Source: an optimization exercise on an open RTL-to-GDS flow (aim: small area, a short achievable clock period and few clock cycles per item). Production flows keep margins and buffers that such runs may drop.
In this exercise RTL edits were held to simulation tests only and were not proved equivalent to the original.

== lane 1 ==
Design pfe_xw, start of the top module:
module pfe_xw (
    input  wire         clk,
    input  wire         rst,
    input  wire         cmd_valid,
    output wire         cmd_ready,
    input  wire [1:0]   cmd_mode,      
    input  wire [31:0]  cmd_weight,    
    input  wire [7:0]   cmd_k,         
    input  wire [271:0] cmd_model,     
    input  wire [15:0]  cmd_len,       
    input  wire         s_valid,
    output wire         s_ready,
    input  wire [15:0]  s_value,
    input  wire [3:0]   s_flags,       
    input  wire         s_rok,         
    input  wire [2:0]   s_tap,         
    output reg          m_valid,
    input  wire         m_ready,
    output reg  [15:0]  m_value,
    output reg  [3:0]   m_flags,
    output reg          m_last
);
For scale: roughly 7700 cells after synthesis, ~380 I/O pins.
Settings: LEC_CHECK=0, CAP_MARGIN=20, CORE_MARGIN=2, CORE_UTILIZATION=65, PLACE_DENSITY=0.72, SLEW_MARGIN=20, BUFFER_PORTS_ARGS=-buffer_cell sky130_fd_sc_hd__buf_2; clock period 26.0 ns.
standard.sh (not shown) runs the stock make flow with config.mk's settings and CLKGATE_MAP_FILE= SYNTH_SCRIPT=/design/flow/synth_recipe.tcl, a recipe that flattens the netlist after the stock synthesis.
==> flow/flow/run.sh <==
#!/bin/bash
# The standard layout, with every input and output port buffered by a
# sky130_fd_sc_hd__buf_2 instead of the default port buffer cell.
set -euo pipefail
echo 'export BUFFER_PORTS_ARGS = -buffer_cell sky130_fd_sc_hd__buf_2' >> config.mk
bash standard.sh > standard.log 2>&1
Lane 1 reached the end of the flow, and the finished layout is clean on the timing, design-rule and antenna checks.
Testbench counts of lane 1, summed over its fixed seeds: cycles 53,124, samples 52,260.
Relative to lane 1, the following input files were edited for lane 5:
--- a/flow/design.v
+++ b/flow/design.v
@@ -51,24 +51,22 @@
         end
     end
     reg [15:0] ix;
     reg [3:0]  ifl;
     reg        irok;
     reg [2:0]  itap;
     reg        ilast;
-    reg [3:0]  ike;        
     wire i_load = !iv || adv;
     always @(posedge clk) begin
         if (i_load) begin
             ix    <= s_value;
             ifl   <= s_flags;
             irok  <= s_rok;
             itap  <= s_tap;
             ilast <= (remain == 16'd1);
-            ike   <= {1'b0, s_value[15:13]} + {3'd0, s_value[12]};
         end
     end
     reg [15:0] px0, px1, px2, px3, px4, px5, px6;
     reg [2:0]  pt0, pt1, pt2, pt3, pt4, pt5, pt6;      
     reg [6:0]  pok;                                    
     reg [6:0]  ptg;                                    
     reg [3:0]  prl;                                    
@@ -86,15 +84,15 @@
     assign fl[3] = prl[3] && (!expect_s || ptg[3] != cur_tag);
     wire en0 = adv && (iv || fl[0]);
     wire en1 = adv && (iv || fl[0] || fl[1]);
     wire en2 = adv && (iv || fl[0] || fl[1] || fl[2]);
     wire en3 = adv && (iv || fl[0] || fl[1] || fl[2] || fl[3]);
     wire [3:0]  ki  = ix[15:12];
     wire [2:0]  ko  = ki[3:1];                
-    wire [3:0]  ke  = ike;                    
+    wire [3:0]  ke  = {1'b0, ki[3:1]} + {3'd0, ki[0]};    
     reg  [15:0] m_odd, m_even;
     integer q;
     always @* begin
         m_odd  = 16'd0;
         m_even = 16'd0;
         for (q = 0; q < 8; q = q + 1)
             if (ko == q[2:0]) m_odd = model[32*q + 16 +: 16];
@@ -248,15 +246,15 @@
         else if (adv)
             w2_v <= w1_v;
         if (adv) begin
             w2_a <= m_a;  w2_b <= m_b;  w2_w <= m_w;  w2_w3 <= m_w3;
             w2_f <= w1_f;  w2_l <= w1_l;
         end
     end
-    wire [26:0] m2_n = w2_a + w2_b;
+    wire [26:0] m2_n = w2_a + w2_b + {17'd0, w2_w[10:1]};
     function [26:0] div_step;   
         input [26:0] rq;
         input [10:0] d;
         input [12:0] d3;
         reg   [13:0] t1, t2, t3;
         reg   [12:0] rr;
         reg   [10:0] r;
@@ -281,16 +279,14 @@
     reg [3:0]  d1_f, d2_f, d3_f, d4_f;
     reg        d1_l, d2_l, d3_l, d4_l;
     wire [26:0] dr1 = div_step(m2_n, w2_w, w2_w3);
     wire [26:0] dr2 = div_step(div_step(d1_rq, d1_d, d1_d3), d1_d, d1_d3);
     wire [26:0] dr3 = div_step(div_step(d2_rq, d2_d, d2_d3), d2_d, d2_d3);
     wire [26:0] dr4 = div_step(div_step(d3_rq, d3_d, d3_d3), d3_d, d3_d3);
     wire [26:0] dr5 = div_step(d4_rq, d4_d, d4_d3);
-    wire [10:0] half_up = {1'b0, d4_d[10:1]} + {10'd0, d4_d[0]};
-    wire [15:0] quo = dr5[15:0] + {15'd0, (dr5[26:16] >= half_up)};
     always @(posedge clk) begin
         if (rst) begin
             d1_v <= 1'b0;
             d2_v <= 1'b0;
             d3_v <= 1'b0;
             d4_v <= 1'b0;
         end else if (adv) begin
@@ -324,20 +320,20 @@
                 if (m_valid && !pop) s_v <= 1'b1;
                 else                 m_valid <= 1'b1;
             end else if (pop) begin
                 m_valid <= 1'b0;
             end
         end
         if (!m_valid || m_ready) begin
-            m_value <= s_v ? sk_value : quo;
+            m_value <= s_v ? sk_value : dr5[15:0];
             m_flags <= s_v ? sk_flags : d4_f;
             m_last  <= s_v ? sk_last  : d4_l;
         end
         if (!s_v) begin
-            sk_value <= quo;
+            sk_value <= dr5[15:0];
             sk_flags <= d4_f;
             sk_last  <= d4_l;
         end
     end
     wire s_v_n = s_v ? !pop : (push && m_valid && !pop);
     wire iv_n  = s_fire || (iv && !adv);
     wire exp_n = cmd_fire || (expect_s && !(s_fire && remain == 16'd1));
## What came out
Lane 5 closes out successfully: all stages finished, all timing, DRC and antenna checks passed. Fraction of synthesized cell area in xor and xnor cells for lane 5 is lower than for lane 1. The final period demand of the worst path reported for lane 5 is greater than that of lane 1 by 0.16 ns. Lane 5 vs lane 1: cell area after technology mapping down slightly. Lane 5 vs. lane 1: layout clock buffer count lower; transition time of the tightest slew-check pin higher.
Testbench counts of lane 5, summed over its fixed seeds: cycles 53,124, samples 52,260.

afterwards: timing with drivers on the ports:
The results above use ideal ports. As a check the final layouts listed here were re-extracted and re-timed, cells and wires unchanged.
Step 1 assumes that a clkbuf_16 drives the clock port and a buf_2 every other input.
Step 2 also shifts input and output timing later by t, the mid clock arrival at the registers, as if the neighbouring blocks saw the same clock.
Slacks: ideal / step 1 / step 2; pairs: ideal / step 1.
| run | shift t [ns] | setup WS [ns] | worst hold slack (ns) | worst setup path at the end | slew at the worst register clock pin (ns) |
|---|---|---|---|---|---|
| lane 1 | 0.828 | 19.288 / 19.288 / 19.288 | 0.415 / 0.415 / 0.415 | register to register | 0.07 / 0.07 |
| lane 5 | 0.847 | 19.128 / 19.128 / 19.128 | 0.398 / 0.398 / 0.398 | register to register | 0.07 / 0.07 |
After both steps every run listed still meets setup and hold.
